Context: an optimization exercise on an open-source flow, tuned for small area, a short achievable clock period and few clock cycles per item. The choices shown serve that exercise and are no tape-out recipe. RTL that was checked went through simulation tests only; none was proved equivalent to the original. For runs 1 and 2, only the layout was checked, not whether the RTL still works.

==> flow/design.v <==
module aes_sbox_a (
    input  wire [7:0]  in,
    output wire [13:0] cut
);
    wire U0 = in[7], U1 = in[6], U2 = in[5], U3 = in[4];
    wire U4 = in[3], U5 = in[2], U6 = in[1], U7 = in[0];
    wire T1, T2, T3, T4, T5, T6, T7, T8, T9, T10, T11, T12;
    wire T13, T14, T15, T16, T17, T18, T19, T20, T21, T22, T23, T24;
    wire T25, T26, T27, M1, M2, M3, M4, M5, M6, M7, M8, M9;
    wire M10, M11, M12, M13, M14, M15, M16, M17, M18, M19, M20, M21;
    wire M22;
    aes_xor2 g_T1 (.a(U0), .b(U3), .y(T1));
    aes_xor2 g_T2 (.a(U0), .b(U5), .y(T2));
    aes_xor2 g_T3 (.a(U0), .b(U6), .y(T3));
    aes_xor2 g_T4 (.a(U3), .b(U5), .y(T4));
    aes_xor2 g_T5 (.a(U4), .b(U6), .y(T5));
    aes_xor2 g_T6 (.a(T1), .b(T5), .y(T6));
    aes_xor2 g_T7 (.a(U1), .b(U2), .y(T7));
    aes_xor2 g_T8 (.a(U7), .b(T6), .y(T8));
    aes_xor2 g_T9 (.a(U7), .b(T7), .y(T9));
    aes_xor2 g_T10 (.a(T6), .b(T7), .y(T10));
    aes_xor2 g_T11 (.a(U1), .b(U5), .y(T11));
    aes_xor2 g_T12 (.a(U2), .b(U5), .y(T12));
    aes_xor2 g_T13 (.a(T3), .b(T4), .y(T13));
    aes_xor2 g_T14 (.a(T6), .b(T11), .y(T14));
    aes_xor2 g_T15 (.a(T5), .b(T11), .y(T15));
    aes_xor2 g_T16 (.a(T5), .b(T12), .y(T16));
    aes_xor2 g_T17 (.a(T9), .b(T16), .y(T17));
    aes_xor2 g_T18 (.a(U3), .b(U7), .y(T18));
    aes_xor2 g_T19 (.a(T7), .b(T18), .y(T19));
    aes_xor2 g_T20 (.a(T1), .b(T19), .y(T20));
    aes_xor2 g_T21 (.a(U6), .b(U7), .y(T21));
    aes_xor2 g_T22 (.a(T7), .b(T21), .y(T22));
    aes_xor2 g_T23 (.a(T2), .b(T22), .y(T23));
    aes_xor2 g_T24 (.a(T2), .b(T10), .y(T24));
    aes_xor2 g_T25 (.a(T20), .b(T17), .y(T25));
    aes_xor2 g_T26 (.a(T3), .b(T16), .y(T26));
    aes_xor2 g_T27 (.a(T1), .b(T12), .y(T27));
    aes_nand2 g_M1 (.a(T13), .b(T6), .y(M1));
    aes_nand2 g_M2 (.a(T23), .b(T8), .y(M2));
    aes_xnor2 g_M3 (.a(T14), .b(M1), .y(M3));
    aes_nand2 g_M4 (.a(T19), .b(U7), .y(M4));
    aes_xor2 g_M5 (.a(M4), .b(M1), .y(M5));
    aes_nand2 g_M6 (.a(T3), .b(T16), .y(M6));
    aes_nand2 g_M7 (.a(T22), .b(T9), .y(M7));
    aes_xnor2 g_M8 (.a(T26), .b(M6), .y(M8));
    aes_nand2 g_M9 (.a(T20), .b(T17), .y(M9));
    aes_xor2 g_M10 (.a(M9), .b(M6), .y(M10));
    aes_nand2 g_M11 (.a(T1), .b(T15), .y(M11));
    aes_nand2 g_M12 (.a(T4), .b(T27), .y(M12));
    aes_xor2 g_M13 (.a(M12), .b(M11), .y(M13));
    aes_nand2 g_M14 (.a(T2), .b(T10), .y(M14));
    aes_xor2 g_M15 (.a(M14), .b(M11), .y(M15));
    aes_xnor2 g_M16 (.a(M3), .b(M2), .y(M16));
    aes_xor2 g_M17 (.a(M5), .b(T24), .y(M17));
    aes_xnor2 g_M18 (.a(M8), .b(M7), .y(M18));
    aes_xor2 g_M19 (.a(M10), .b(M15), .y(M19));
    aes_xor2 g_M20 (.a(M16), .b(M13), .y(M20));
    aes_xor2 g_M21 (.a(M17), .b(M15), .y(M21));
    aes_xor2 g_M22 (.a(M18), .b(M13), .y(M22));
    assign cut = {M19, T25, M22, M20, M21, T6, T8, T27, T10, T13, T23, T20, T4, T2};
endmodule
module aes_sbox_b (
    input  wire [13:0] cut_a,
    output wire [19:0] cut_b
);
    wire M19, T25, M22, M20, M21, T6, T8, T27, T10, T13, T23, T20;
    wire T4, T2;
    assign {M19, T25, M22, M20, M21, T6, T8, T27, T10, T13, T23, T20, T4, T2} = cut_a;
    wire U7, T16, T9, T17, T15, T19, T3, T22, T1;
    aes_xor2 g_U7 (.a(T6), .b(T8), .y(U7));
    aes_xor2 g_T16 (.a(T6), .b(T27), .y(T16));
    aes_xor2 g_T9 (.a(T8), .b(T10), .y(T9));
    aes_xor2 g_T17 (.a(T25), .b(T20), .y(T17));
    aes_xor2 g_T15 (.a(T27), .b(T10), .y(T15));
    aes_xor2 g_T19 (.a(T13), .b(T23), .y(T19));
    aes_xor2 g_T3 (.a(T13), .b(T4), .y(T3));
    aes_xor2 g_T22 (.a(T23), .b(T2), .y(T22));
    aes_xor2 g_T1 (.a(T4), .b(T2), .y(T1));
    wire M23, M24, M25, M26, M27, M28, M29, M30, M31, M32, M33, M34;
    wire M35, M36, M37, M38, M39, M40, M41, M42, M43, M44, M45, M46;
    wire M47, M48, M49, M50, M51, M52, M53, M54, M55, M56, M57, M58;
    wire M59, M60, M61, M62, M63, L1, L2, L3, L4, L5, L8, L12;
    wire L14, L15, L17, L18;
    aes_xor2 g_M23 (.a(M19), .b(T25), .y(M23));
    aes_xnor2 g_M24 (.a(M22), .b(M23), .y(M24));
    aes_nand2 g_M25 (.a(M22), .b(M20), .y(M25));
    aes_xor2 g_M26 (.a(M21), .b(M25), .y(M26));
    aes_xnor2 g_M27 (.a(M20), .b(M21), .y(M27));
    aes_xor2 g_M28 (.a(M23), .b(M25), .y(M28));
    aes_nor2 g_M29 (.a(M28), .b(M27), .y(M29));
    aes_nor2 g_M30 (.a(M26), .b(M24), .y(M30));
    aes_nand2 g_M31 (.a(M20), .b(M23), .y(M31));
    aes_nor2 g_M32 (.a(M27), .b(M31), .y(M32));
    aes_xor2 g_M33 (.a(M27), .b(M25), .y(M33));
    aes_nand2 g_M34 (.a(M21), .b(M22), .y(M34));
    aes_nor2 g_M35 (.a(M24), .b(M34), .y(M35));
    aes_xor2 g_M36 (.a(M24), .b(M25), .y(M36));
    aes_xor2 g_M37 (.a(M21), .b(M29), .y(M37));
    aes_xor2 g_M38 (.a(M32), .b(M33), .y(M38));
    aes_xor2 g_M39 (.a(M23), .b(M30), .y(M39));
    aes_xor2 g_M40 (.a(M35), .b(M36), .y(M40));
    aes_xor2 g_M41 (.a(M38), .b(M40), .y(M41));
    aes_xor2 g_M42 (.a(M37), .b(M39), .y(M42));
    aes_xor2 g_M43 (.a(M37), .b(M38), .y(M43));
    aes_xor2 g_M44 (.a(M39), .b(M40), .y(M44));
    aes_xor2 g_M45 (.a(M42), .b(M41), .y(M45));
    aes_nand2 g_M46 (.a(M44), .b(T6), .y(M46));
    aes_nand2 g_M47 (.a(M40), .b(T8), .y(M47));
    aes_nand2 g_M48 (.a(M39), .b(U7), .y(M48));
    aes_nand2 g_M49 (.a(M43), .b(T16), .y(M49));
    aes_nand2 g_M50 (.a(M38), .b(T9), .y(M50));
    aes_nand2 g_M51 (.a(M37), .b(T17), .y(M51));
    aes_nand2 g_M52 (.a(M42), .b(T15), .y(M52));
    aes_nand2 g_M53 (.a(M45), .b(T27), .y(M53));
    aes_nand2 g_M54 (.a(M41), .b(T10), .y(M54));
    aes_nand2 g_M55 (.a(M44), .b(T13), .y(M55));
    aes_nand2 g_M56 (.a(M40), .b(T23), .y(M56));
    aes_nand2 g_M57 (.a(M39), .b(T19), .y(M57));
    aes_nand2 g_M58 (.a(M43), .b(T3), .y(M58));
    aes_nand2 g_M59 (.a(M38), .b(T22), .y(M59));
    aes_nand2 g_M60 (.a(M37), .b(T20), .y(M60));
    aes_nand2 g_M61 (.a(M42), .b(T1), .y(M61));
    aes_nand2 g_M62 (.a(M45), .b(T4), .y(M62));
    aes_nand2 g_M63 (.a(M41), .b(T2), .y(M63));
    aes_xor2 g_L1 (.a(M50), .b(M56), .y(L1));
    aes_xor2 g_L2 (.a(M46), .b(M48), .y(L2));
    aes_xor2 g_L3 (.a(M47), .b(M55), .y(L3));
    aes_xor2 g_L4 (.a(M54), .b(M58), .y(L4));
    aes_xor2 g_L5 (.a(M49), .b(M61), .y(L5));
    aes_xor2 g_L8 (.a(M51), .b(M59), .y(L8));
    aes_xor2 g_L12 (.a(M48), .b(M51), .y(L12));
    aes_xor2 g_L14 (.a(M52), .b(M61), .y(L14));
    aes_xnor2 g_L15 (.a(M55), .b(L1), .y(L15));
    aes_xnor2 g_L17 (.a(M57), .b(L1), .y(L17));
    aes_xnor2 g_L18 (.a(M58), .b(L8), .y(L18));
    assign cut_b = {M61, M62, L5, M46, L3, M52, M53, L4, M60, L2, M50, M56, M63, L1, L12, L18, L15, L8, L14, L17};
endmodule
module aes_sbox_c (
    input  wire [19:0] cut,
    output wire [7:0]  out
);
    wire M61, M62, L5, M46, L3, M52, M53, L4, M60, L2, M50, M56;
    wire M63, L1, L12, L18, L15, L8, L14, L17;
    assign {M61, M62, L5, M46, L3, M52, M53, L4, M60, L2, M50, M56, M63, L1, L12, L18, L15, L8, L14, L17} = cut;
    wire L0, L6, L7, L9, L10, L11, L13, L16, L19, L20, L21, L22;
    wire L23, L24, L25, L26, L27, L28, L29, S0, S1, S2, S3, S4;
    wire S5, S6, S7;
    aes_xor2 g_L0 (.a(M61), .b(M62), .y(L0));
    aes_xnor2 g_L6 (.a(M62), .b(L5), .y(L6));
    aes_xnor2 g_L7 (.a(M46), .b(L3), .y(L7));
    aes_xor2 g_L9 (.a(M52), .b(M53), .y(L9));
    aes_xnor2 g_L10 (.a(M53), .b(L4), .y(L10));
    aes_xnor2 g_L11 (.a(M60), .b(L2), .y(L11));
    aes_xnor2 g_L13 (.a(M50), .b(L0), .y(L13));
    aes_xnor2 g_L16 (.a(M56), .b(L0), .y(L16));
    aes_xnor2 g_L19 (.a(M63), .b(L4), .y(L19));
    aes_xor2 g_L20 (.a(L0), .b(L1), .y(L20));
    aes_xor2 g_L21 (.a(L1), .b(L7), .y(L21));
    aes_xor2 g_L22 (.a(L3), .b(L12), .y(L22));
    aes_xor2 g_L23 (.a(L18), .b(L2), .y(L23));
    aes_xor2 g_L24 (.a(L15), .b(L9), .y(L24));
    aes_xor2 g_L25 (.a(L6), .b(L10), .y(L25));
    aes_xor2 g_L26 (.a(L7), .b(L9), .y(L26));
    aes_xor2 g_L27 (.a(L8), .b(L10), .y(L27));
    aes_xor2 g_L28 (.a(L11), .b(L14), .y(L28));
    aes_xor2 g_L29 (.a(L11), .b(L17), .y(L29));
    aes_xor2 g_S0 (.a(L6), .b(L24), .y(S0));
    aes_xnor2 g_S1 (.a(L16), .b(L26), .y(S1));
    aes_xnor2 g_S2 (.a(L19), .b(L28), .y(S2));
    aes_xor2 g_S3 (.a(L6), .b(L21), .y(S3));
    aes_xor2 g_S4 (.a(L20), .b(L22), .y(S4));
    aes_xor2 g_S5 (.a(L25), .b(L29), .y(S5));
    aes_xnor2 g_S6 (.a(L13), .b(L27), .y(S6));
    aes_xnor2 g_S7 (.a(L6), .b(L23), .y(S7));
    assign out = {S0, S1, S2, S3, S4, S5, S6, S7};
endmodule
module aes_xor2 (input wire a, input wire b, output wire y);
    assign y = a ^ b;
endmodule
module aes_xnor2 (input wire a, input wire b, output wire y);
    assign y = ~(a ^ b);
endmodule
module aes_nand2 (input wire a, input wire b, output wire y);
    assign y = ~(a & b);
endmodule
module aes_nor2 (input wire a, input wire b, output wire y);
    assign y = ~(a | b);
endmodule
module aes_round_a (
    input  wire [127:0] in,
    output wire [223:0] cut
);
    genvar g;
    generate
        for (g = 0; g < 16; g = g + 1) begin : g_sbox
            aes_sbox_a u_sbox (
                .in (in[127 - 8*g -: 8]),
                .cut(cut[223 - 14*g -: 14])
            );
        end
    endgenerate
endmodule
module aes_round_b (
    input  wire [223:0] cut_a,
    output wire [319:0] cut_b
);
    genvar g;
    generate
        for (g = 0; g < 16; g = g + 1) begin : g_sbox
            aes_sbox_b u_sbox (
                .cut_a(cut_a[223 - 14*g -: 14]),
                .cut_b(cut_b[319 - 20*g -: 20])
            );
        end
    endgenerate
endmodule
module aes_round_c (
    input  wire [319:0] cut,
    output wire [127:0] shifted,    
    output wire [127:0] mixed       
);
    wire [127:0] sub;
    genvar g, r, c;
    generate
        for (g = 0; g < 16; g = g + 1) begin : g_sbox
            aes_sbox_c u_sbox (
                .cut(cut[319 - 20*g -: 20]),
                .out(sub[127 - 8*g -: 8])
            );
        end
        for (c = 0; c < 4; c = c + 1) begin : g_col
            for (r = 0; r < 4; r = r + 1) begin : g_row
                assign shifted[127 - 8*(r + 4*c) -: 8] = sub[127 - 8*(r + 4*((c + r) % 4)) -: 8];
            end
            aes_mix_column u_mix (
                .in (shifted[127 - 32*c -: 32]),
                .out(mixed[127 - 32*c -: 32])
            );
        end
    endgenerate
endmodule
module aes_mix_column (
    input  wire [31:0] in,
    output wire [31:0] out
);
    wire [7:0] a0 = in[31:24], a1 = in[23:16], a2 = in[15:8], a3 = in[7:0];
    wire [7:0] p01, p12, p23, p30, q0, q1, q2, q3, x0, x1, x2, x3, b0, b1, b2, b3;
    aes_xor8  u_p01 (.a(a0), .b(a1), .y(p01));
    aes_xor8  u_p12 (.a(a1), .b(a2), .y(p12));
    aes_xor8  u_p23 (.a(a2), .b(a3), .y(p23));
    aes_xor8  u_p30 (.a(a3), .b(a0), .y(p30));
    aes_xor8  u_q0  (.a(a1), .b(p23), .y(q0));
    aes_xor8  u_q1  (.a(a2), .b(p30), .y(q1));
    aes_xor8  u_q2  (.a(a3), .b(p01), .y(q2));
    aes_xor8  u_q3  (.a(a0), .b(p12), .y(q3));
    aes_xtime u_x0  (.a(p01), .y(x0));
    aes_xtime u_x1  (.a(p12), .y(x1));
    aes_xtime u_x2  (.a(p23), .y(x2));
    aes_xtime u_x3  (.a(p30), .y(x3));
    aes_xor8  u_b0  (.a(x0), .b(q0), .y(b0));
    aes_xor8  u_b1  (.a(x1), .b(q1), .y(b1));
    aes_xor8  u_b2  (.a(x2), .b(q2), .y(b2));
    aes_xor8  u_b3  (.a(x3), .b(q3), .y(b3));
    assign out = {b0, b1, b2, b3};
endmodule
module aes_xtime (
    input  wire [7:0] a,
    output wire [7:0] y
);
    assign y = {a[6:0], 1'b0} ^ {3'b000, a[7], a[7], 1'b0, a[7], a[7]};
endmodule
module aes_xor8 (
    input  wire [7:0] a,
    input  wire [7:0] b,
    output wire [7:0] y
);
    assign y = a ^ b;
endmodule
module aes_key_expand_a (
    input  wire [31:0] word,
    output wire [55:0] cut
);
    genvar g;
    generate
        for (g = 0; g < 4; g = g + 1) begin : g_sbox
            aes_sbox_a u_sbox (
                .in (word[31 - 8*g -: 8]),
                .cut(cut[55 - 14*g -: 14])
            );
        end
    endgenerate
endmodule
module aes_key_expand_b (
    input  wire [55:0] cut_a,
    output wire [79:0] cut_b
);
    genvar g;
    generate
        for (g = 0; g < 4; g = g + 1) begin : g_sbox
            aes_sbox_b u_sbox (
                .cut_a(cut_a[55 - 14*g -: 14]),
                .cut_b(cut_b[79 - 20*g -: 20])
            );
        end
    endgenerate
endmodule
module aes_key_expand_c (
    input  wire [79:0]  cut,
    input  wire [127:0] base,
    input  wire [7:0]   rcon,
    output wire [127:0] pre,     
    output wire [31:0]  sub      
);
    genvar g;
    generate
        for (g = 0; g < 4; g = g + 1) begin : g_sbox
            aes_sbox_c u_sbox (
                .cut(cut[79 - 20*g -: 20]),
                .out(sub[31 - 8*g -: 8])
            );
        end
    endgenerate
    wire [31:0] p0 = base[127:96] ^ {rcon, 24'h000000};
    wire [31:0] p1 = p0 ^ base[95:64];
    wire [31:0] p2 = p1 ^ base[63:32];
    wire [31:0] p3 = p2 ^ base[31:0];
    assign pre = {p0, p1, p2, p3};
endmodule
module aes_encrypt_core (
    input  wire         clk,
    input  wire         rst,         
    input  wire         start,
    input  wire         key_256,     
    input  wire [255:0] key,
    input  wire [127:0] block_in,
    output wire         ready,
    output wire         done,
    output wire [127:0] block_out
);
    reg [127:0] m1;          
    reg [127:0] ka1;         
    reg [127:0] kb1;         
    reg [7:0]   rcon1;       
    reg [3:0]   rnd1;
    reg         mode1;       
    reg         rot1;        
    reg         v1;          
    reg [223:0] d2;          
    reg [55:0]  kc2;         
    reg [127:0] ka2;
    reg [127:0] kb2;
    reg [7:0]   rcon2;       
    reg [7:0]   rcon_n2;     
    reg [3:0]   rnd2;
    reg         mode2;
    reg         last2;       
    reg         v2;
    reg [319:0] d3;          
    reg [79:0]  kc3;         
    reg [127:0] ka3;
    reg [127:0] kb3;
    reg [7:0]   rcon3;
    reg [7:0]   rcon_n3;
    reg [3:0]   rnd3;
    reg         mode3;
    reg         last3;
    reg         v3;
    reg [127:0] result;
    reg         done_q;
    reg         ready_q;
    wire ld     = !v3 || last3;
    wire accept = start && ready_q;
    function [7:0] xtime;
        input [7:0] b;
        begin
            xtime = {b[6:0], 1'b0} ^ (b[7] ? 8'h1b : 8'h00);
        end
    endfunction
    wire [127:0] x1;
    aes_xor128 u_ark (.a(m1), .b(ka1), .y(x1));
    wire [223:0] d1;
    aes_round_a u_round_a (.in(x1), .cut(d1));
    wire [31:0] kw1 = !mode1         ? {ka1[23:0], ka1[31:24]} :
                      rot1           ? {kb1[23:0], kb1[31:24]} : kb1[31:0];
    wire [55:0] kc1;
    aes_key_expand_a u_key_a (.word(kw1), .cut(kc1));
    wire last1 = (rnd1 == (mode1 ? 4'd14 : 4'd10));
    always @(posedge clk) begin
        d2      <= d1;
        kc2     <= kc1;
        ka2     <= ka1;
        kb2     <= kb1;
        rcon2   <= rot1 ? rcon1 : 8'h00;
        rcon_n2 <= rot1 ? xtime(rcon1) : rcon1;
        rnd2    <= rnd1;
        mode2   <= mode1;
        last2   <= last1;
    end
    wire [319:0] dd2;
    aes_round_b u_round_b (.cut_a(d2), .cut_b(dd2));
    wire [79:0] kcc2;
    aes_key_expand_b u_key_b (.cut_a(kc2), .cut_b(kcc2));
    always @(posedge clk) begin
        d3      <= dd2;
        kc3     <= kcc2;
        ka3     <= ka2;
        kb3     <= kb2;
        rcon3   <= rcon2;
        rcon_n3 <= rcon_n2;
        rnd3    <= rnd2;
        mode3   <= mode2;
        last3   <= last2;
    end
    wire [127:0] shifted, mixed;
    aes_round_c u_round_c (.cut(d3), .shifted(shifted), .mixed(mixed));
    wire [127:0] ke_pre;
    wire [31:0]  ke_sub;
    aes_key_expand_c u_key_c (.cut(kc3), .base(ka3), .rcon(rcon3), .pre(ke_pre), .sub(ke_sub));
    wire [127:0] ke_next = ke_pre ^ {4{ke_sub}};
    wire [127:0] rk_pre = mode3 ? kb3 : ke_pre;
    wire [127:0] rk_sub = mode3 ? 128'd0 : {4{ke_sub}};
    wire [127:0] res3 = (shifted ^ rk_pre) ^ rk_sub;
    wire [127:0] ka1_pre = ld ? key[255:128] : rk_pre;
    wire [127:0] ka1_sub = (ld || mode3) ? 128'd0 : {4{ke_sub}};
    always @(posedge clk) begin
        result <= res3;
        ka1    <= ka1_pre ^ ka1_sub;
        if (ld) begin
            m1    <= block_in;
            kb1   <= key[127:0];
            rcon1 <= 8'h01;
            rnd1  <= 4'd1;
            mode1 <= key_256;
            rot1  <= 1'b1;
        end else begin
            m1    <= mixed;
            kb1   <= ke_next;
            rcon1 <= rcon_n3;
            rnd1  <= rnd3 + 4'd1;
            mode1 <= mode3;
            rot1  <= !mode3 || !rnd3[0];
        end
    end
    wire       v1_n    = ld ? accept : v3;
    wire       mode1_n = ld ? key_256 : mode3;
    wire [3:0] rnd1_n  = ld ? 4'd1 : rnd3 + 4'd1;
    wire       ready_n = (!v2 || last2) &&
                         (!v1_n || !mode1_n || rnd1_n >= 4'd5) &&
                         (!v1 || !mode1 || rnd1 >= 4'd5);
    always @(posedge clk) begin
        if (rst) begin
            v1      <= 1'b0;
            v2      <= 1'b0;
            v3      <= 1'b0;
            done_q  <= 1'b0;
            ready_q <= 1'b1;
        end else begin
            v1      <= v1_n;
            v2      <= v1;
            v3      <= v2;
            done_q  <= v3 && last3;
            ready_q <= ready_n;
        end
    end
    assign ready     = ready_q;
    assign done      = done_q;
    assign block_out = result;
endmodule
module aes_xor128 (
    input  wire [127:0] a,
    input  wire [127:0] b,
    output wire [127:0] y
);
    assign y = a ^ b;
endmodule
==> flow/flow/run.sh <==
#!/bin/bash
# The standard layout (standard.sh, unchanged synthesis), with the input and
# output port buffers made from the smallest buffer cell.
set -euo pipefail
export BUFFER_PORTS_ARGS="-buffer_cell sky130_fd_sc_hd__buf_1"
bash standard.sh > standard.log 2>&1
==> flow/standard.sh <==
#!/bin/bash
# synth_recipe.tcl (not shown) runs the flow's synth.tcl, then flattens the netlist and writes it again
# the make line also repeats each setting of config.mk as NAME=value (left out here)
make -C /OpenROAD-flow-scripts/flow DESIGN_CONFIG=/design/flow/config.mk WORK_HOME=/design/flow/orfs CLKGATE_MAP_FILE= SYNTH_SCRIPT=/design/flow/synth_recipe.tcl "${@:-finish}"
==> flow/config.mk <==
export PLATFORM = sky130hd
export DESIGN_NAME = aes_encrypt_core
export DESIGN_NICKNAME = aes_encrypt_core
export VERILOG_FILES = /design/flow/design.v
export SDC_FILE = /design/flow/constraint.sdc
export NUM_CORES = 4
export LEC_CHECK = 0
export CAP_MARGIN = 20
export CORE_MARGIN = 2
export CORE_UTILIZATION = 50
export CTS_BUF_LIST = sky130_fd_sc_hd__clkbuf_8
export CTS_CLUSTER_SIZE = 30
export PLACE_DENSITY = 0.6
export SETUP_SLACK_MARGIN = 3.3
export SLEW_MARGIN = 20
export SYNTH_HIERARCHICAL = 1
export SYNTH_MINIMUM_KEEP_SIZE = 0
==> flow/constraint.sdc <==
create_clock -name core_clock -period 6.0 [get_ports {clk}]
set_input_delay 1.2000 -clock core_clock [delete_from_list [all_inputs] [get_ports {clk}]]
set_output_delay 1.2000 -clock core_clock [all_outputs]
set_load 0.01 [all_outputs]
==> impl_metrics.ini, run 1 <==
[logic_synthesis]
syn_inst = 7876
ys_seq_area_frac = 0.451
avgSynthCellArea_um2 = 9.96
synth.distinct_cells = 31
synth_edf_count = 0
ys_async_sr_fraction = 0
synth_area_um2 = 78500
synth-seq-cells = 1767
ys.flop_type = dfxtp_1
yosys_warnings = 7
syn-num-nets = 8265

[clocking]
clock_path_buffers = 4
clock-sinks = 1767
clk_pin_slew_worst_paths_ns = 0.06
tritoncts = built
holdBufCountCts = 0
htreeDepth = 5
clk_latency_ns = 1.05
numCtsBuffers = 308
cts_root_buf = clkbuf_8

[routing]
routed_wl_um = 222000
drt_first_pass_iters = 5
route.detailed.drc = 0
vias_per_cell = 4.70
vias = 46786
drt-initial-drc-count = 3353
routedWlPerCell_um = 22.3
ant_nets = 0

[worst_setup_path]
cp-end-kind = register
worst-path-buf-inv = 0
start_kind = register
slowest_delay_ns = 0.60
cp_max_fo = 4
cp_common_cell = xor2_1
crit_required_ns = 6.92
worst_path_max_delay_cell = xor2_1
cp_top_family = XOR/XNOR gates
critPathArrivalTime_ns = 3.67
path_class = reg2reg
crit_path_cell_trace = xor2_1 -> xor2_1 -> xor2_1 -> xor2_1 -> xor2_1 -> xor2_1 -> nand2_1 -> nand2_1

[sta]
fin_crit_sh = 0.459
final.setup.tns_ns = 0
slew_headroom = 0.191
maxSlewViolCount = 0
finalSetupViolations = 0
tightest_slew_ns = 1.20
finalCriticalPeriod_ns = 2.75
finClkSkew_ns = 0.117
holdWs_ns = 0.261
fmax_mhz = 363
finalHoldViolCount = 0
rsz0062_at_grt = true

[die]
dieArea_um2 = 160000
core.rowCount = 145
start_util = 0.503
die_y_um = 400
dieWidth_um = 400
design.portCount = 518
coreArea_um2 = 156000

[cells_and_area]
layout.nets = 8078
area_growth_syn_to_layout_pct = 7.99
final_layout_size_suffix_gt1_frac = 0.130
nFillCells = 13929

[placement]
gp_congestion = 0.962
port_buffers = 517
hpwlAfterDp_um = 177000

[global_routing]
grt_pass1_wl_um = 311000
grt-ovfl-total = 0
antenna_found_initial = 9
grt_usage = 0.271
grt_pass1_vias = 47148
grt_max_degree = 180

[min_path]
hold_path_class = reg2reg

[outcome]
outcome = timing/DRC/antenna clean

[job]
cap_violations = 0
synthesized netlist by cell type (2+ instances only):
library cell / instances / area, um^2
a21oi_1: 37 / 185
inv_1: 25 / 93.8
buf_1: 37 / 139
xor2_1: 2230 / 19500
buf_6: 8 / 90.1
mux2_2: 5 / 56.3
xnor2_1: 724 / 6340
o21ai_0: 284 / 1420
dfxtp_1: 1767 / 35400
xnor3_1: 32 / 721
xor2_2: 8 / 130
o21ai_2: 40 / 350
nand2b_1: 2 / 12.5
nand2_1: 1375 / 5160
mux2i_1: 32 / 320
o21ai_1: 61 / 305
nand3_1: 2 / 10.0
buf_4: 945 / 7090
clkbuf_2: 4 / 20.0
nor2_1: 118 / 443
buf_2: 59 / 295
clkbuf_1: 53 / 199
nor3_1: 2 / 10.0
and2_1: 16 / 100
nor2b_1: 4 / 25.0
Yosys stat by module (local to each module, per instance), excerpt:
module | cells | times used | flops+latches
aes_xtime | 8 | 16 | 0
aes_sbox_a | 14 | 20 | 0
aes_xor2 | 1 | 1660 | 0
aes_encrypt_core | 3496 | 1 | 1767
aes_nand2 | 1 | 600 | 0
aes_sbox_b | 20 | 20 | 0
aes_nor2 | 1 | 80 | 0
aes_xnor2 | 1 | 400 | 0
aes_key_expand_c | 160 | 1 | 0
aes_xor8 | 8 | 48 | 0
aes_xor128 | 128 | 1 | 0
aes_sbox_c | 8 | 20 | 0
layer usage:
metal / global-route usage / routed length (um) / vias up
met5: 0 / 0 / -
met4: 0.127 / 10500 / 0
met3: 0.0482 / 12400 / 368
met2: 0.438 / 103000 / 1337
met1: 0.352 / 96900 / 22270
li1: - / - / 22811
state kept, by name, summed over array words and instances, names as in the netlist, 80 cells and up:
signal and cells:
d3 320, d2 224, ka1 128, ka2 128, ka3 128, kb1 128
kb2 128, kb3 128, m1 128, result 128, kc3 80
area by class of cell:
cell class	count	area [um^2]	share of cell area
Inverter	26	105	0.00124
Antenna cell	5	12.5	0.000148
Clock inverter	129	872	0.0103
Tap cell	2058	2570	0.0304
Multi-Input combinational cell	4977	36900	0.436
Clock buffer	392	5400	0.0637
Timing Repair Buffer	609	3320	0.0392
Sequential cell	1767	35500	0.419
final timing paths:
check / slack, ns / endpoint / cells past startpoint / start
worst max register to register: 3.25 / m1[4] / 8 / d3[98]
worst min-delay path: 0.26 / ka3[62] / 0 / ka2[62]
worst min register to register: 0.26 / ka3[62] / 0 / ka2[62]
worst max-delay path: 3.25 / m1[4] / 8 / d3[98]
stage by stage:
| step | instances | util | cell area, um^2 | setup WS [ns] |
|---|---|---|---|---|
| after global placement | 9390 | 0.485 | 75700 | 2.77 |
| after detailed placement | 9390 | 0.486 | 75800 | 2.77 |
| after CTS | 9920 | 0.535 | 83500 | 3.17 |
| final | 9963 | 0.543 | 84700 | 3.25 |
| after floorplan | 7876 | - | 78600 | 3.32 |
| after global routing | 9960 | 0.543 | 84700 | 3.14 |
kinds of logic (layout without fill, tap and decap cells):
group | Yosys count | count (layout) | synth area share
simple gates | 1521 | 1521 | 0.0736
fa+ha+maj | 1 | 1 | 0.000159
flops | 1767 | 1767 | 0.451
other cells | 0 | 5 | 0
compound gates | 424 | 424 | 0.0290
buf+inv | 1132 | 1156 | 0.101
xor+xnor | 2994 | 2994 | 0.341
mux | 37 | 37 | 0.00480
repair_timing:
action                                  4_1_cts  5_1_grt
endpoints found under the hold margin         0        0
cloned                                        0        2
pin swaps                                     7       13
resized for setup                           367      141
buffers inserted                              9       36
endpoints found under the setup margin      306      234
cell usage in the layout (no fill, tap or decap), types with 80 or more instances in the layout:
| master | netlist | final |
|---|---|---|
| xor2_1 | 2230 | 2082 |
| dfxtp_1 | 1767 | 1693 |
| nand2_1 | 1375 | 1375 |
| xnor2_1 | 724 | 672 |
| clkbuf_8 | 0 | 392 |
| buf_1 | 37 | 390 |
| o21ai_0 | 284 | 284 |
| xor2_2 | 8 | 143 |
| nor2_1 | 118 | 118 |
| inv_1 | 25 | 97 |
| buf_4 | 945 | 80 |
==> run 2, diff against run 1 <==
--- a/flow/design.v
+++ b/flow/design.v
@@ -419,14 +419,19 @@
     aes_key_expand_c u_key_c (.cut(kc3), .base(ka3), .rcon(rcon3), .pre(ke_pre), .sub(ke_sub));
-    wire [127:0] ke_next = ke_pre ^ {4{ke_sub}};
     wire [127:0] rk_pre = mode3 ? kb3 : ke_pre;
-    wire [127:0] rk_sub = mode3 ? 128'd0 : {4{ke_sub}};
-    wire [127:0] res3 = (shifted ^ rk_pre) ^ rk_sub;
-    wire [127:0] ka1_pre = ld ? key[255:128] : rk_pre;
-    wire [127:0] ka1_sub = (ld || mode3) ? 128'd0 : {4{ke_sub}};
+    wire [31:0]  sub_rk, sub_ka1, sub_kb1;
+    aes_and32 u_sub_rk  (.a(ke_sub), .en(!mode3), .y(sub_rk));
+    aes_and32 u_sub_ka1 (.a(ke_sub), .en(!(ld || mode3)), .y(sub_ka1));
+    aes_and32 u_sub_kb1 (.a(ke_sub), .en(!ld), .y(sub_kb1));
+    wire [127:0] res_pre, res3;
+    aes_xor128 u_res_pre (.a(shifted), .b(rk_pre), .y(res_pre));
+    aes_xor128 u_res     (.a(res_pre), .b({4{sub_rk}}), .y(res3));
+    wire [127:0] ka1_d, kb1_d;
+    aes_xor128 u_ka1 (.a(ld ? key[255:128] : rk_pre), .b({4{sub_ka1}}), .y(ka1_d));
+    aes_xor128 u_kb1 (.a(ld ? key[127:0] : ke_pre), .b({4{sub_kb1}}), .y(kb1_d));
     always @(posedge clk) begin
         result <= res3;
-        ka1    <= ka1_pre ^ ka1_sub;
+        ka1    <= ka1_d;
+        kb1    <= kb1_d;
         if (ld) begin
             m1    <= block_in;
-            kb1   <= key[127:0];
             rcon1 <= 8'h01;
@@ -437,3 +442,2 @@
             m1    <= mixed;
-            kb1   <= ke_next;
             rcon1 <= rcon_n3;
@@ -476 +480,8 @@
 endmodule
+module aes_and32 (
+    input  wire [31:0] a,
+    input  wire        en,
+    output wire [31:0] y
+);
+    assign y = a & {32{en}};
+endmodule
==> run 2 against run 1 <==
  * Count of clock-buffer cells in the layout is 5 lower
  * Non-clock buffer count is 23 higher
  * Final cell count is 6.4% higher
  * Synthesized area is 5.1% higher
  * Via count is 7.0% higher
  * Routed wire length is 8.2% higher
  * Worst hold slack better by 0.018 ns
  * Die area is 5.1% higher
==> impl_metrics.ini, run 2 <==
[logic_synthesis]
ys_seq_area_frac = 0.429
synth-simple-area-share = 0.0962
synth_edf_count = 0
synth.top_cell.area_share = 0.429
synth_most_common_cell = xor2_1
syn_inst = 8320
synth_top_family_by_area = XOR/XNOR gates
synthMuxAreaShare = 0.0255
synth_area_um2 = 82500
ys_async_sr_fraction = 0
synth_compound_area_frac = 0.00252
synth_common_cells = xor2_1 (2742), dfxtp_1 (1767), nand2_1 (1759)
synthAdderAreaFrac = 0.000152
syn-num-nets = 8709
yosys.area.top_type = dfxtp_1
ys.flop_type = dfxtp_1
synth.distinct_cells = 30
avgSynthCellArea_um2 = 9.92
synth-seq-cells = 1767
synth_xor_area_frac = 0.351
yosys_warnings = 7
yosys-top-cells-area = dfxtp_1 (43%), xor2_1 (29%), buf_4 (8.7%)

[worst_setup_path]
cp-end-kind = register
crit_path_cell_trace = xnor2_1 -> xnor3_1 -> mux2_2 -> xor2_1 -> xor2_1
slowest_delay_ns = 0.94
critPathArrivalTime_ns = 3.57
cp_max_fo = 3
start_kind = register
cp_common_cell = xor2_1
path_class = reg2reg
r2r_cells = 5
worst_path_max_delay_cell = xnor2_1
crit_required_ns = 6.84

[die]
design.portCount = 518
dieArea_um2 = 168000
die_y_um = 410
core.rowCount = 149
dieWidth_um = 410
start_util = 0.502
coreArea_um2 = 164000

[cells_and_area]
nFillCells = 14855
seq_area_um2 = 35500
largest_register_ffs = 320
final_common_cell = xor2_1
multiInputGateArea_um2 = 40900
top_register = d3
layout.nets = 8581
layout_common_cells = xor2_1 (2596), nand2_1 (1758), dfxtp_1 (1693)
fin_cells = 10597
utilization = 0.542
reg_top3 = d3 x320, d2 x224
final_layout_size_suffix_gt1_frac = 0.145
area_growth_syn_to_layout_pct = 7.93

[routing]
routedWlPerCell_um = 22.7
vias_per_cell = 4.72
vias = 50042
routed_wl_um = 241000
route.detailed.drc = 0
drt-initial-drc-count = 3786
ant_nets = 0
drt_first_pass_iters = 6

[sta]
finalSetupViolations = 0
rsz0062_at_grt = true
tightest_slew_ns = 1.22
fin_crit_sh = 0.455
fmax_mhz = 367
finalCriticalPeriod_ns = 2.73
maxSlewViolCount = 0
final.setup.tns_ns = 0
slew_headroom = 0.180
finClkSkew_ns = 0.0728
finalHoldViolCount = 0

[clocking]
clock_path_buffers = 4
clk_pin_slew_worst_paths_ns = 0.06
htreeDepth = 5
numCtsBuffers = 307
clk_latency_ns = 1.05
clock-sinks = 1767
holdBufCountCts = 0
cts_root_buf = clkbuf_8
tritoncts = built

[placement]
port_buffers = 517
hpwlAfterDp_um = 193000
gp_congestion = 0.955
dp_cells = 10033

[job]
cap_violations = 0

[global_routing]
antenna_found_initial = 10
grt_pass1_wl_um = 336000
grt_max_degree = 162
grt_usage = 0.278
grt-ovfl-total = 0
grt_pass1_vias = 49635

[min_path]
hold_path_class = reg2reg
hold_depth = 0

[outcome]
outcome = timing/DRC/antenna clean
## run 2: cell types whose count changed in the layout (fill, tap and decap cells not counted), moves of 24 or more
cell     delta
xor2_1    +514
nand2_1   +383
o21ai_0   -283
xnor2_1   -248
and2_2     +96
mux2_4     +77
o21ai_1    -58
mux2_2     +51
o21ai_2    -43
buf_4      +24
## run 2: worst paths after layout
check	start	endpoint	slack [ns]
worst max-delay path	ka3[115]	result[19]	3.27
worst min-delay path	ka2[2]	ka3[2]	0.28
worst max register to register	ka3[115]	result[19]	3.27
worst min register to register	ka2[2]	ka3[2]	0.28
## run 2: cell type report
cell class / count / share of cell area
tap: 2189 / 0.0308
sequential: 1767 / 0.399
timing repair buffer: 632 / 0.0397
multi-input combinational: 5457 / 0.459
clock inverter: 133 / 0.0101
inverter: 27 / 0.00132
antenna: 5 / 0.000141
clock buffer: 387 / 0.0598
## run 2: cell families after synthesis
logic type | after synthesis
multiplexers | 165
buffers and inverters | 1096
AND/OR/NAND/NOR | 2001
XOR/XNOR | 3250
AO/OA/AOI/OAI | 40
flip-flops | 1767
adder cells (fa/ha/maj) | 1
## run 2: layer usage
metal,GRT usage,up-vias,part of all wire
li1,-,24069,-
met1,0.385,23992,0.46
met2,0.423,1601,0.43
met3,0.0533,378,0.064
met4,0.119,2,0.046
met5,0,-,0.000058
## run 2: through the flow
step	hold WS, ns	setup WS [ns]	instance area, um^2
2_1_floorplan	0.310	3.29	82600
3_3_place_gp	0.310	2.58	80200
5_1_grt	0.294	3.21	89000
6_report	0.280	3.27	89000
4_1_cts	0.283	3.18	87700
3_5_place_dp	0.312	2.53	80200
## run 2: repair_timing
item	in CTS	in global routing
gates resized for setup	345	162
pin swaps	4	21
setup endpoints to repair	306	266
setup buffers	7	31
cloned	0	1
## run 2: Yosys stat by module (local to each module, per instance), excerpt
module,flip-flops and latches,cells inside
aes_encrypt_core,1767,3323
aes_key_expand_c,0,160
aes_and32,0,35
aes_sbox_a,0,14
aes_xor8,0,8
aes_xtime,0,8
aes_sbox_c,0,8
aes_xor2,0,1
aes_nor2,0,1
aes_nand2,0,1
## run 2: worst max-delay path, delay by kind of cell (launching register included)
kind,cells,cell delay (ns)
XOR/XNOR,4,1.92
flip-flops,1,0.33
multiplexers,1,0.30
==> run 3, diff against run 2 <==
--- a/flow/design.v
+++ b/flow/design.v
@@ -64,3 +64,3 @@
     input  wire [13:0] cut_a,
-    output wire [19:0] cut_b
+    output wire [15:0] cut_b
 );
@@ -82,4 +82,5 @@
     wire M47, M48, M49, M50, M51, M52, M53, M54, M55, M56, M57, M58;
-    wire M59, M60, M61, M62, M63, L1, L2, L3, L4, L5, L8, L12;
-    wire L14, L15, L17, L18;
+    wire M59, M60, M61, M62, M63, L0, L1, L2, L3, L4, L5, L6;
+    wire L7, L8, L9, L10, L11, L12, L14, L15, L17, L18, L19, L22;
+    wire L23;
     aes_xor2 g_M23 (.a(M19), .b(T25), .y(M23));
@@ -125,2 +126,3 @@
     aes_nand2 g_M63 (.a(M41), .b(T2), .y(M63));
+    aes_xor2 g_L0 (.a(M61), .b(M62), .y(L0));
     aes_xor2 g_L1 (.a(M50), .b(M56), .y(L1));
@@ -130,3 +132,8 @@
     aes_xor2 g_L5 (.a(M49), .b(M61), .y(L5));
+    aes_xnor2 g_L6 (.a(M62), .b(L5), .y(L6));
+    aes_xnor2 g_L7 (.a(M46), .b(L3), .y(L7));
     aes_xor2 g_L8 (.a(M51), .b(M59), .y(L8));
+    aes_xor2 g_L9 (.a(M52), .b(M53), .y(L9));
+    aes_xnor2 g_L10 (.a(M53), .b(L4), .y(L10));
+    aes_xnor2 g_L11 (.a(M60), .b(L2), .y(L11));
     aes_xor2 g_L12 (.a(M48), .b(M51), .y(L12));
@@ -136,27 +143,20 @@
     aes_xnor2 g_L18 (.a(M58), .b(L8), .y(L18));
-    assign cut_b = {M61, M62, L5, M46, L3, M52, M53, L4, M60, L2, M50, M56, M63, L1, L12, L18, L15, L8, L14, L17};
+    aes_xnor2 g_L19 (.a(M63), .b(L4), .y(L19));
+    aes_xor2 g_L22 (.a(L3), .b(L12), .y(L22));
+    aes_xor2 g_L23 (.a(L18), .b(L2), .y(L23));
+    assign cut_b = {M50, L0, M56, L1, L7, L15, L9, L6, L10, L8, L11, L14, L17, L19, L22, L23};
 endmodule
 module aes_sbox_c (
-    input  wire [19:0] cut,
+    input  wire [15:0] cut,
     output wire [7:0]  out
 );
-    wire M61, M62, L5, M46, L3, M52, M53, L4, M60, L2, M50, M56;
-    wire M63, L1, L12, L18, L15, L8, L14, L17;
-    assign {M61, M62, L5, M46, L3, M52, M53, L4, M60, L2, M50, M56, M63, L1, L12, L18, L15, L8, L14, L17} = cut;
-    wire L0, L6, L7, L9, L10, L11, L13, L16, L19, L20, L21, L22;
-    wire L23, L24, L25, L26, L27, L28, L29, S0, S1, S2, S3, S4;
-    wire S5, S6, S7;
-    aes_xor2 g_L0 (.a(M61), .b(M62), .y(L0));
-    aes_xnor2 g_L6 (.a(M62), .b(L5), .y(L6));
-    aes_xnor2 g_L7 (.a(M46), .b(L3), .y(L7));
-    aes_xor2 g_L9 (.a(M52), .b(M53), .y(L9));
-    aes_xnor2 g_L10 (.a(M53), .b(L4), .y(L10));
-    aes_xnor2 g_L11 (.a(M60), .b(L2), .y(L11));
+    wire M50, L0, M56, L1, L7, L15, L9, L6, L10, L8, L11, L14;
+    wire L17, L19, L22, L23;
+    assign {M50, L0, M56, L1, L7, L15, L9, L6, L10, L8, L11, L14, L17, L19, L22, L23} = cut;
+    wire L13, L16, L20, L21, L24, L25, L26, L27, L28, L29, S0, S1;
+    wire S2, S3, S4, S5, S6, S7;
     aes_xnor2 g_L13 (.a(M50), .b(L0), .y(L13));
     aes_xnor2 g_L16 (.a(M56), .b(L0), .y(L16));
-    aes_xnor2 g_L19 (.a(M63), .b(L4), .y(L19));
     aes_xor2 g_L20 (.a(L0), .b(L1), .y(L20));
     aes_xor2 g_L21 (.a(L1), .b(L7), .y(L21));
-    aes_xor2 g_L22 (.a(L3), .b(L12), .y(L22));
-    aes_xor2 g_L23 (.a(L18), .b(L2), .y(L23));
     aes_xor2 g_L24 (.a(L15), .b(L9), .y(L24));
@@ -205,3 +205,3 @@
     input  wire [223:0] cut_a,
-    output wire [319:0] cut_b
+    output wire [255:0] cut_b
 );
@@ -212,3 +212,3 @@
                 .cut_a(cut_a[223 - 14*g -: 14]),
-                .cut_b(cut_b[319 - 20*g -: 20])
+                .cut_b(cut_b[255 - 16*g -: 16])
             );
@@ -218,3 +218,3 @@
 module aes_round_c (
-    input  wire [319:0] cut,
+    input  wire [255:0] cut,
     output wire [127:0] shifted,    
@@ -227,3 +227,3 @@
             aes_sbox_c u_sbox (
-                .cut(cut[319 - 20*g -: 20]),
+                .cut(cut[255 - 16*g -: 16]),
                 .out(sub[127 - 8*g -: 8])
@@ -295,3 +295,3 @@
     input  wire [55:0] cut_a,
-    output wire [79:0] cut_b
+    output wire [63:0] cut_b
 );
@@ -302,3 +302,3 @@
                 .cut_a(cut_a[55 - 14*g -: 14]),
-                .cut_b(cut_b[79 - 20*g -: 20])
+                .cut_b(cut_b[63 - 16*g -: 16])
             );
@@ -308,3 +308,3 @@
 module aes_key_expand_c (
-    input  wire [79:0]  cut,
+    input  wire [63:0]  cut,
     input  wire [127:0] base,
@@ -318,3 +318,3 @@
             aes_sbox_c u_sbox (
-                .cut(cut[79 - 20*g -: 20]),
+                .cut(cut[63 - 16*g -: 16]),
                 .out(sub[31 - 8*g -: 8])
@@ -358,4 +358,4 @@
     reg         v2;
-    reg [319:0] d3;          
-    reg [79:0]  kc3;         
+    reg [255:0] d3;          
+    reg [63:0]  kc3;         
     reg [127:0] ka3;
@@ -399,5 +399,5 @@
     end
-    wire [319:0] dd2;
+    wire [255:0] dd2;
     aes_round_b u_round_b (.cut_a(d2), .cut_b(dd2));
-    wire [79:0] kcc2;
+    wire [63:0] kcc2;
     aes_key_expand_b u_key_b (.cut_a(kc2), .cut_b(kcc2));
@@ -419,19 +419,14 @@
     aes_key_expand_c u_key_c (.cut(kc3), .base(ka3), .rcon(rcon3), .pre(ke_pre), .sub(ke_sub));
+    wire [127:0] ke_next = ke_pre ^ {4{ke_sub}};
     wire [127:0] rk_pre = mode3 ? kb3 : ke_pre;
-    wire [31:0]  sub_rk, sub_ka1, sub_kb1;
-    aes_and32 u_sub_rk  (.a(ke_sub), .en(!mode3), .y(sub_rk));
-    aes_and32 u_sub_ka1 (.a(ke_sub), .en(!(ld || mode3)), .y(sub_ka1));
-    aes_and32 u_sub_kb1 (.a(ke_sub), .en(!ld), .y(sub_kb1));
-    wire [127:0] res_pre, res3;
-    aes_xor128 u_res_pre (.a(shifted), .b(rk_pre), .y(res_pre));
-    aes_xor128 u_res     (.a(res_pre), .b({4{sub_rk}}), .y(res3));
-    wire [127:0] ka1_d, kb1_d;
-    aes_xor128 u_ka1 (.a(ld ? key[255:128] : rk_pre), .b({4{sub_ka1}}), .y(ka1_d));
-    aes_xor128 u_kb1 (.a(ld ? key[127:0] : ke_pre), .b({4{sub_kb1}}), .y(kb1_d));
+    wire [127:0] rk_sub = mode3 ? 128'd0 : {4{ke_sub}};
+    wire [127:0] res3 = (shifted ^ rk_pre) ^ rk_sub;
+    wire [127:0] ka1_pre = ld ? key[255:128] : rk_pre;
+    wire [127:0] ka1_sub = (ld || mode3) ? 128'd0 : {4{ke_sub}};
     always @(posedge clk) begin
         result <= res3;
-        ka1    <= ka1_d;
-        kb1    <= kb1_d;
+        ka1    <= ka1_pre ^ ka1_sub;
         if (ld) begin
             m1    <= block_in;
+            kb1   <= key[127:0];
             rcon1 <= 8'h01;
@@ -442,2 +437,3 @@
             m1    <= mixed;
+            kb1   <= ke_next;
             rcon1 <= rcon_n3;
@@ -480,8 +476 @@
 endmodule
-module aes_and32 (
-    input  wire [31:0] a,
-    input  wire        en,
-    output wire [31:0] y
-);
-    assign y = a & {32{en}};
-endmodule
--- a/flow/config.mk
+++ b/flow/config.mk
@@ -13,3 +13,3 @@
 export PLACE_DENSITY = 0.6
-export SETUP_SLACK_MARGIN = 3.3
+export SETUP_SLACK_MARGIN = 3.5
 export SLEW_MARGIN = 20
==> run 3 against run 2 <==
  * Still clean on timing, DRC and antenna
  * Critical path type is now reg2out
  * Final area down 4.3%
  * First-iteration DRC count down 12%
  * Clock skew up 0.010 ns
  * Synthesized area down 7.5%
  * Setup slack about the same
  * Worst hold slack better by 0.0056 ns
  * Critical path depth down 4
==> impl_metrics.ini, run 3 <==
[cells_and_area]
layout.nets = 8076
final_common_cell = xor2_1
design_area_um2 = 85200
area_growth_syn_to_layout_pct = 11.7
final_layout_size_suffix_gt1_frac = 0.161
reg_top3 = d3 x256, d2 x224
utilization = 0.562
top_register = d3
largest_register_ffs = 256
layout_common_cells = xor2_1 (1930), dfxtp_1 (1585), nand2_1 (1374)

[die]
dieWidth_um = 395
design.portCount = 518
core.rowCount = 143
die_y_um = 395
coreArea_um2 = 152000
dieArea_um2 = 156000
start_util = 0.503

[placement]
preCtsSetupSlack_ns = 2.86
place_area_um2 = 74300
hpwlAfterDp_um = 177000
gp_congestion = 0.951
port_buffers = 517

[logic_synthesis]
synth-seq-cells = 1687
synth_most_common_cell = xor2_1
avgSynthCellArea_um2 = 9.89
ys_async_sr_fraction = 0
ys.flop_type = dfxtp_1
ys_seq_area_frac = 0.443
synth.top_cell.area_share = 0.443
synth_common_cells = xor2_1 (2230), dfxtp_1 (1687), nand2_1 (1375)
yosys.area.top_type = dfxtp_1
syn-num-nets = 8105
synth_area_um2 = 76300
syn_inst = 7716
yosys-top-cells-area = dfxtp_1 (44%), xor2_1 (26%), buf_4 (8.5%)
synth.distinct_cells = 31
yosys_warnings = 7
synth_edf_count = 0

[clocking]
cts_root_buf = clkbuf_8
clock_path_buffers = 4
numCtsBuffers = 295
clk_latency_ns = 1.01
htreeDepth = 5
holdBufCountCts = 0
clock-sinks = 1687
clk_pin_slew_worst_paths_ns = 0.06
tritoncts = built

[global_routing]
top_usage_layer = met2
grt_usage = 0.280
grt-ovfl-total = 0
met3_usage = 0.0387
grt_pass1_wl_um = 316000
grt_pass1_vias = 46822
grt_max_degree = 141
grtUsageMet2 = 0.453
use_met1 = 0.373
antenna_found_initial = 21

[worst_setup_path]
worst-path-buf-inv = 1
r2r_cells = 11
r2r-start = rot1
worst_path_max_delay_cell = dfxtp_4
start_kind = register
r2r_setup_slack_ns = 3.37
cp-end-kind = output pin
path_class = reg2out
cp_max_fo = 1
slowest_delay_ns = 0.38
cp_top_family = flip-flops
r2r_end = kc2[52]
crit_path_cell_trace = buf_6
critPathArrivalTime_ns = 1.53
crit_required_ns = 4.80

[routing]
drt_first_pass_iters = 7
drt-initial-drc-count = 3343
vias = 46982
routedWlPerCell_um = 22.8
vias_per_cell = 4.73
routed_wl_um = 226000
route.detailed.drc = 0
ant_nets = 0

[outcome]
outcome = timing/DRC/antenna clean

[sta]
holdWs_ns = 0.285
finClkSkew_ns = 0.0829
finalSetupViolations = 0
finalWorstSetupSlack_ns = 3.27
tightest_slew_ns = 1.17
fmax_mhz = 366
finalCriticalPeriod_ns = 2.73
finalHoldViolCount = 0
fin_crit_sh = 0.455
final.setup.tns_ns = 0
maxSlewViolCount = 0
rsz0062_at_grt = true
slew_headroom = 0.216

[job]
cap_violations = 0

[min_path]
hold_depth = 0
hold_path_class = reg2reg
hold_end = kb3[7]
hp-start = kb2[7]
## run 3: cell count changes after synthesis, moves of 80 or more
cell	delta
nand2_1	-384
dfxtp_1	-80
xnor2_1	+256
and2_2	-96
o21ai_0	+283
xor2_1	-512
buf_4	-86
## run 3: per-layer routing
metal	vias up	wire length (um)	share of wire
met5	-	0	0
met4	0	10600	0.047
met3	404	11200	0.050
met2	1380	105000	0.46
met1	22595	99500	0.44
li1	22603	-	-
## run 3: worst max path at each step
stage / start / endpoint / slack, ns / cells after the start
after global routing: result[62] / block_out[62] / 3.22 / 1
after detailed placement: kc3[14] / ka1[6] / 2.86 / 6
after CTS: result[62] / block_out[62] / 3.17 / 1
after global placement: kc3[5] / ka1[5] / 2.82 / 6
final: result[62] / block_out[62] / 3.27 / 1
after floorplan: mode1 / kc2[37] / 3.49 / 11
## run 3: stage by stage
stage	cells
6_report	9924
5_1_grt	9916
4_1_cts	9827
3_5_place_dp	9303
3_3_place_gp	9303
2_1_floorplan	7716
## run 3: logic make-up (layout without fill, tap and decap cells)
group,Yosys count,after routing,share of synthesized area
AO/OA/AOI/OAI,424,424,0.0299
XOR/XNOR,2994,2994,0.350
adder cells (fa/ha/maj),1,1,0.000164
buffers and inverters,1052,1218,0.0962
flip-flops,1687,1687,0.443
multiplexers,37,37,0.00494
other,0,10,0
AND/OR/NAND/NOR,1521,1523,0.0758
## run 3: modules after synthesis, one instance, submodules excluded, a selection
| module | cell area [um^2] | copies in the design |
|---|---|---|
| aes_encrypt_core | 42700 | 1 |
| aes_nand2 | 3.75 | 600 |
| aes_sbox_a | 105 | 20 |
| aes_sbox_b | 120 | 20 |
| aes_sbox_c | 60.1 | 20 |
| aes_xnor2 | 8.76 | 400 |
| aes_xor128 | 1120 | 1 |
| aes_xor2 | 8.76 | 1660 |
| aes_xtime | 63.8 | 16 |
## run 3: layout make-up
| cell class | count | area, um^2 |
|---|---|---|
| fillers | 13491 | 66500 |
| multi-input cells | 4979 | 38400 |
| well taps | 2030 | 2540 |
| flip-flops and latches | 1687 | 33900 |
| inverters | 26 | 105 |
| clock buffers | 374 | 5150 |
| repair buffers | 698 | 4260 |
| clock inverters | 120 | 837 |
| diodes | 10 | 25.0 |
## run 3: repair_timing
item                                    4_1_cts  5_1_grt
endpoints found under the hold margin         0        0
setup buffers                                26       80
resized for setup                           394      346
pin swaps                                    21       94
gates cloned                                  4        7
endpoints found under the setup margin      336      420
Testbench counts of run 3, summed over its fixed seeds: cycles 30,968, items 2,400.
==> run 4, diff against run 3 <==
--- a/flow/config.mk
+++ b/flow/config.mk
@@ -13,3 +13,3 @@
 export PLACE_DENSITY = 0.6
-export SETUP_SLACK_MARGIN = 3.5
+export SETUP_SLACK_MARGIN = 3.3
 export SLEW_MARGIN = 20
==> run 4 against run 3 <==
  * Still clean
  * Non-clock buffer count shrank 89
  * Die area is the same
  * Flip-flop and latch count is the same
  * Final area shrank 3.8%
  * Clock skew shrank 0.0091 ns
  * Via count shrank 2.0%
  * First-iteration DRC count shrank 9.0%
  * Largest cell class unchanged
  * Highest routed layer is now met5
==> impl_metrics.ini, run 4 <==
[sta]
finalHoldViolCount = 0
slew_headroom = 0.128
finalCriticalPeriod_ns = 2.69
rsz0062_at_grt = true
final.setup.tns_ns = 0
finClkSkew_ns = 0.0738
finalWorstSetupSlack_ns = 3.31
finalSetupViolations = 0
maxSlewViolCount = 0
fin_crit_sh = 0.448
fmax_mhz = 372
tightest_slew_ns = 1.31

[logic_synthesis]
synth_xor_area_frac = 0.350
yosys.area.top_type = dfxtp_1
syn_inst = 7716
yosys-top-cells-area = dfxtp_1 (44%), xor2_1 (26%), buf_4 (8.5%)
ys_async_sr_fraction = 0
synth_most_common_cell = xor2_1
synth_area_um2 = 76300
synth-simple-area-share = 0.0758
synth_compound_area_frac = 0.0299
yosys_warnings = 7
synth_common_cells = xor2_1 (2230), dfxtp_1 (1687), nand2_1 (1375)
synth_top_family_by_area = XOR/XNOR gates
synth.top_cell.area_share = 0.443
syn-num-nets = 8105
synth.distinct_cells = 31
avgSynthCellArea_um2 = 9.89
synthMuxAreaShare = 0.00494
ys.flop_type = dfxtp_1
synth-seq-cells = 1687
ys_seq_area_frac = 0.443
synth_edf_count = 0
synthAdderAreaFrac = 0.000164

[placement]
hpwlAfterDp_um = 174000
dp_cells = 9297
preCtsSetupSlack_ns = 2.56
port_buffers = 517
gp_congestion = 0.939

[cells_and_area]
layout.nets = 7985
fin_cells = 9834
largest_register_ffs = 256
area_growth_syn_to_layout_pct = 7.56
top_register = d3
layout_common_cells = xor2_1 (2131), dfxtp_1 (1604), nand2_1 (1375)
final_layout_size_suffix_gt1_frac = 0.117
final_common_cell = xor2_1
reg_top3 = d3 x256, d2 x224

[die]
design.portCount = 518
coreArea_um2 = 152000
dieArea_um2 = 156000
dieWidth_um = 395
die_y_um = 395
core.rowCount = 143
start_util = 0.503

[routing]
wl_met2_um = 101000
routed-wl-met3_um = 11300
drt_first_pass_iters = 5
route.detailed.drc = 0
wl_met1_um = 96300
routed_wl_um = 219000
routedWlPerCell_um = 22.2
vias_per_cell = 4.68
highest_layer = met5
ant_nets = 0
vias = 46061
drt-initial-drc-count = 3043

[min_path]
hold_depth = 0
hold_end = kb3[106]
hp-start = kb2[106]
hold_path_class = reg2reg

[worst_setup_path]
cp-end-kind = register
r2r_end = ka1[24]
critPathArrivalTime_ns = 3.53
crit_required_ns = 6.84
r2r_cells = 6
critPathLaunch = ka3[120]
cp_max_fo = 4
r2r_setup_slack_ns = 3.31
path_class = reg2reg
start_kind = register
r2r-start = ka3[120]

[clocking]
tritoncts = built
clk_latency_ns = 1.01
clock-sinks = 1687
htreeDepth = 5
cts_root_buf = clkbuf_8
holdBufCountCts = 0
clk_pin_slew_worst_paths_ns = 0.06
clock_path_buffers = 4
numCtsBuffers = 295

[job]
cap_violations = 0

[global_routing]
grt-ovfl-total = 0
grt_max_degree = 158
grt_usage = 0.274
grt_pass1_vias = 46847
antenna_found_initial = 14
grt_pass1_wl_um = 309000

[outcome]
outcome = timing/DRC/antenna clean
## run 4: cell types whose count changed in the layout (fill, tap and decap cells not counted), moves of 10 or more
cell / previous run / this run
dfxtp_1: 1585 / 1604
dfxtp_2: 88 / 71
buf_6: 90 / 79
xnor2_2: 30 / 9
xor2_4: 39 / 5
clkbuf_8: 374 / 364
buf_1: 387 / 398
xor2_2: 269 / 102
buf_4: 156 / 84
xor2_1: 1930 / 2131
xnor2_1: 694 / 715
mux2i_1: 20 / 32
## run 4: metal layers
metal  GRT usage  vias up
li1            -    22588
met1       0.357    21909
met2       0.446     1230
met3      0.0467      332
met4       0.121        2
met5           0        -
## run 4: worst max path at each step
stage                          endpoint  cells past startpoint
after detailed placement         kc2[9]                      9
after floorplan                  kc2[9]                     11
after global routing      block_out[71]                      1
final                           ka1[24]                      6
after CTS                 block_out[71]                      1
after global placement           kc2[9]                      9
## run 4: what timing repair did
| item | CTS | global route |
|---|---|---|
| buffers inserted | 10 | 22 |
| pin swaps | 5 | 11 |
| endpoints found under the setup margin | 157 | 218 |
| resized for setup | 288 | 114 |
## run 4: cell families (layout without fill, tap and decap cells)
logic type / Yosys count / after routing
AO/OA/AOI/OAI: 424 / 424
XOR/XNOR: 2994 / 2994
adder cells (fa/ha/maj): 1 / 1
buffers and inverters: 1052 / 1134
flip-flops: 1687 / 1687
multiplexers: 37 / 37
other: 0 / 6
AND/OR/NAND/NOR: 1521 / 1521
## run 4: final cells by class
class,count,area (um^2)
inverters,26,105
fillers,13891,69700
repair buffers,609,3360
multi-input cells,4977,36100
flip-flops and latches,1687,33900
clock inverters,135,970
well taps,2030,2540
diodes,6,15.0
clock buffers,364,5010
## run 4: per-stage QoR
step | hold slack, ns | area [um^2] | util
finish | 0.275 | 82000 | 0.541
CTS | 0.271 | 81100 | 0.535
global route | 0.289 | 82000 | 0.541
floorplan | 0.310 | 76400 | -
global placement | 0.310 | 74200 | 0.489
detailed placement | 0.312 | 74200 | 0.489
## run 4: Yosys stat by module (local to each module, per instance), a selection
module,area [um^2],flops+latches,copies in the design,cells
aes_sbox_a,105,0,20,14
aes_key_expand_c,1750,0,1,160
aes_nor2,3.75,0,80,1
aes_encrypt_core,42700,1687,1,3416
aes_sbox_b,120,0,20,16
aes_xor128,1120,0,1,128
aes_sbox_c,60.1,0,20,8
aes_nand2,3.75,0,600,1
aes_xor8,70.1,0,48,8
aes_xtime,63.8,0,16,8
aes_xnor2,8.76,0,400,1
aes_xor2,8.76,0,1660,1
## run 4: worst max-delay path, stage by stage (launching register included)
cell     delay (ns)
dfxtp_1        0.35
xor2_2         1.01
xnor3_1        0.49
xnor2_1        0.38
nand2_1        0.09
o21ai_1        0.12
o21ai_0        0.11
==> run 5, diff against run 4 <==
--- a/flow/config.mk
+++ b/flow/config.mk
@@ -11,3 +11,4 @@
 export CTS_BUF_LIST = sky130_fd_sc_hd__clkbuf_8
-export CTS_CLUSTER_SIZE = 30
+export CTS_CLUSTER_DIAMETER = 60
+export CTS_CLUSTER_SIZE = 15
 export PLACE_DENSITY = 0.6
==> run 5 against run 4 <==
  * Final cell count shrank 3.0%
  * Synthesized cell count is the same
  * Register-to-register slack is essentially flat
  * Count of clock-buffer cells in the layout shrank 206
  * Setup slack is essentially flat
  * Worst hold slack gained 0.035 ns
  * Critical path depth grew 4
  * Via count shrank 2.5%
  * Flip-flop and latch count is the same
==> impl_metrics.ini, run 5 <==
[worst_setup_path]
critPathLaunch = rot1
critPathArrivalTime_ns = 3.52
cp_max_fo = 6
cp-end-kind = register
r2r_setup_slack_ns = 3.31
slowest_delay_ns = 0.45
crit_end = kc2[37]
r2r-start = rot1
crit_path_cell_trace = clkbuf_4 -> buf_4 -> mux2i_1 -> a21oi_2 -> xor2_2 -> xor2_2 -> xor2_2 -> xor2_1 -> xor2_1 -> xor2_1

[sta]
final.setup.tns_ns = 0
maxSlewViolCount = 0
slew_headroom = 0.151
finalWorstSetupSlack_ns = 3.31

[logic_synthesis]
ys_seq_area_frac = 0.443
synth_common_cells = xor2_1 (2230), dfxtp_1 (1687), nand2_1 (1375)
synth.distinct_cells = 31
avgSynthCellArea_um2 = 9.89

[die]
dieArea_um2 = 156000
coreArea_um2 = 152000
core.rowCount = 143

[global_routing]
grt_pass1_vias = 45082
grt_usage = 0.270
antenna_found_initial = 13
grt_max_degree = 158

[min_path]
hold_path_class = reg2reg

[routing]
drt_first_pass_iters = 5
ant_nets = 0
vias_per_cell = 4.71
routed_wl_um = 215000
routedWlPerCell_um = 22.6

[job]
cap_violations = 0

[clocking]
cts_root_buf = clkbuf_8
clock-sinks = 1687
numCtsBuffers = 143

[cells_and_area]
utilization = 0.517
layout.nets = 7835
largest_register_ffs = 256
final_common_cell = xor2_1
top_register = d3
design_area_um2 = 78400
nFillCells = 14158

[placement]
hpwlAfterDp_um = 174000
gp_congestion = 0.939

[outcome]
outcome = timing/DRC/antenna clean
run 5: cell counts after synthesis:
No cell type changed its count.
run 5: worst min path at each step:
stage,cells after the start,start,to
after CTS,0,ka2[5],ka3[5]
final,0,kb1[48],kb2[48]
after detailed placement,0,ka2[46],ka3[46]
after global routing,0,ka2[5],ka3[5]
after global placement,0,kb2[82],kb3[82]
after floorplan,0,ka2[0],ka3[0]
run 5: layout make-up:
| type | count | area, um^2 | area share |
|---|---|---|---|
| repair buffers | 611 | 3030 | 0.0386 |
| inverters | 26 | 105 | 0.00134 |
| diodes | 3 | 7.51 | 0.0000957 |
| clock inverters | 47 | 478 | 0.00609 |
| multi-input cells | 4977 | 36200 | 0.462 |
| clock buffers | 158 | 2170 | 0.0277 |
| well taps | 2030 | 2540 | 0.0324 |
| flip-flops and latches | 1687 | 33900 | 0.432 |
run 5: cell families (layout without fill, tap and decap cells):
family                   Yosys count  after routing  share of synthesized area
AO/OA/AOI/OAI                    424            424                     0.0299
adder cells (fa/ha/maj)            1              1                   0.000164
flip-flops                      1687           1687                      0.443
buffers and inverters           1052            842                     0.0962
other                              0              3                          0
AND/OR/NAND/NOR                 1521           1521                     0.0758
XOR/XNOR                        2994           2994                      0.350
multiplexers                      37             37                    0.00494
run 5: per-stage QoR:
stage	std cells	hold slack (ns)
6_report	9539	0.311
3_3_place_gp	9296	0.310
4_1_cts	9510	0.308
5_1_grt	9538	0.311
3_5_place_dp	9297	0.312
2_1_floorplan	7716	0.310
run 5: what timing repair did:
item | in CTS | in global routing
pin swaps | 4 | 18
resized for setup | 188 | 102
buffers inserted | 8 | 26
hold buffers | 0 | 0
endpoints found under the setup margin | 120 | 172
run 5: worst max-delay path: cells and delay by family, from the launching register on:
kind	cells	cell delay [ns]
XOR/XNOR	6	1.40
buffers and inverters	2	0.40
AO/OA/AOI/OAI	1	0.29
multiplexers	1	0.08
flip-flops	1	0.45
run 5: metal layers:
metal,GRT usage,up-vias,wire length [um]
li1,-,22128,-
met1,0.357,21394,96500
met2,0.440,1085,99100
met3,0.0369,316,9690
met4,0.115,2,10200
met5,0,-,13
run 5: Yosys stat by module (local to each module, per instance), a selection:
module,times used,area [um^2],cells
aes_sbox_b,20,120,16
aes_xnor2,400,8.76,1
aes_key_expand_c,1,1750,160
aes_sbox_a,20,105,14
aes_xtime,16,63.8,8
aes_xor2,1660,8.76,1
aes_xor128,1,1120,128

[what the ideal ports hide]
How much do the figures lean on ideal ports? The routed layouts below were timed once more, with nothing changed but the port constraints. Step 1: set_driving_cell puts a clkbuf_16 on clk and a buf_2 on each other input, an assumption about the parent block. Step 2 also shifts input and output timing later by t, the mid clock arrival at the registers, as if the neighbouring blocks saw the same clock. Slacks: ideal / step 1 / step 2; pairs: ideal / step 1.
| run | t, ns | setup slack, ns | worst data-port slew with drivers (ns) |
|---|---|---|---|
| run 1 | 1.069 | 3.247 / 3.187 / 3.247 | 0.06 |
| run 2 | 1.097 | 3.272 / 3.187 / 3.272 | 0.09 |
| run 3 | 1.054 | 3.271 / 3.196 / 3.374 | 0.12 |
| run 4 | 1.051 | 3.313 / 3.242 / 3.313 | 0.06 |
| run 5 | 0.986 | 3.314 / 3.308 / 3.314 | 0.06 |
After both steps setup and hold are still met in every run listed.
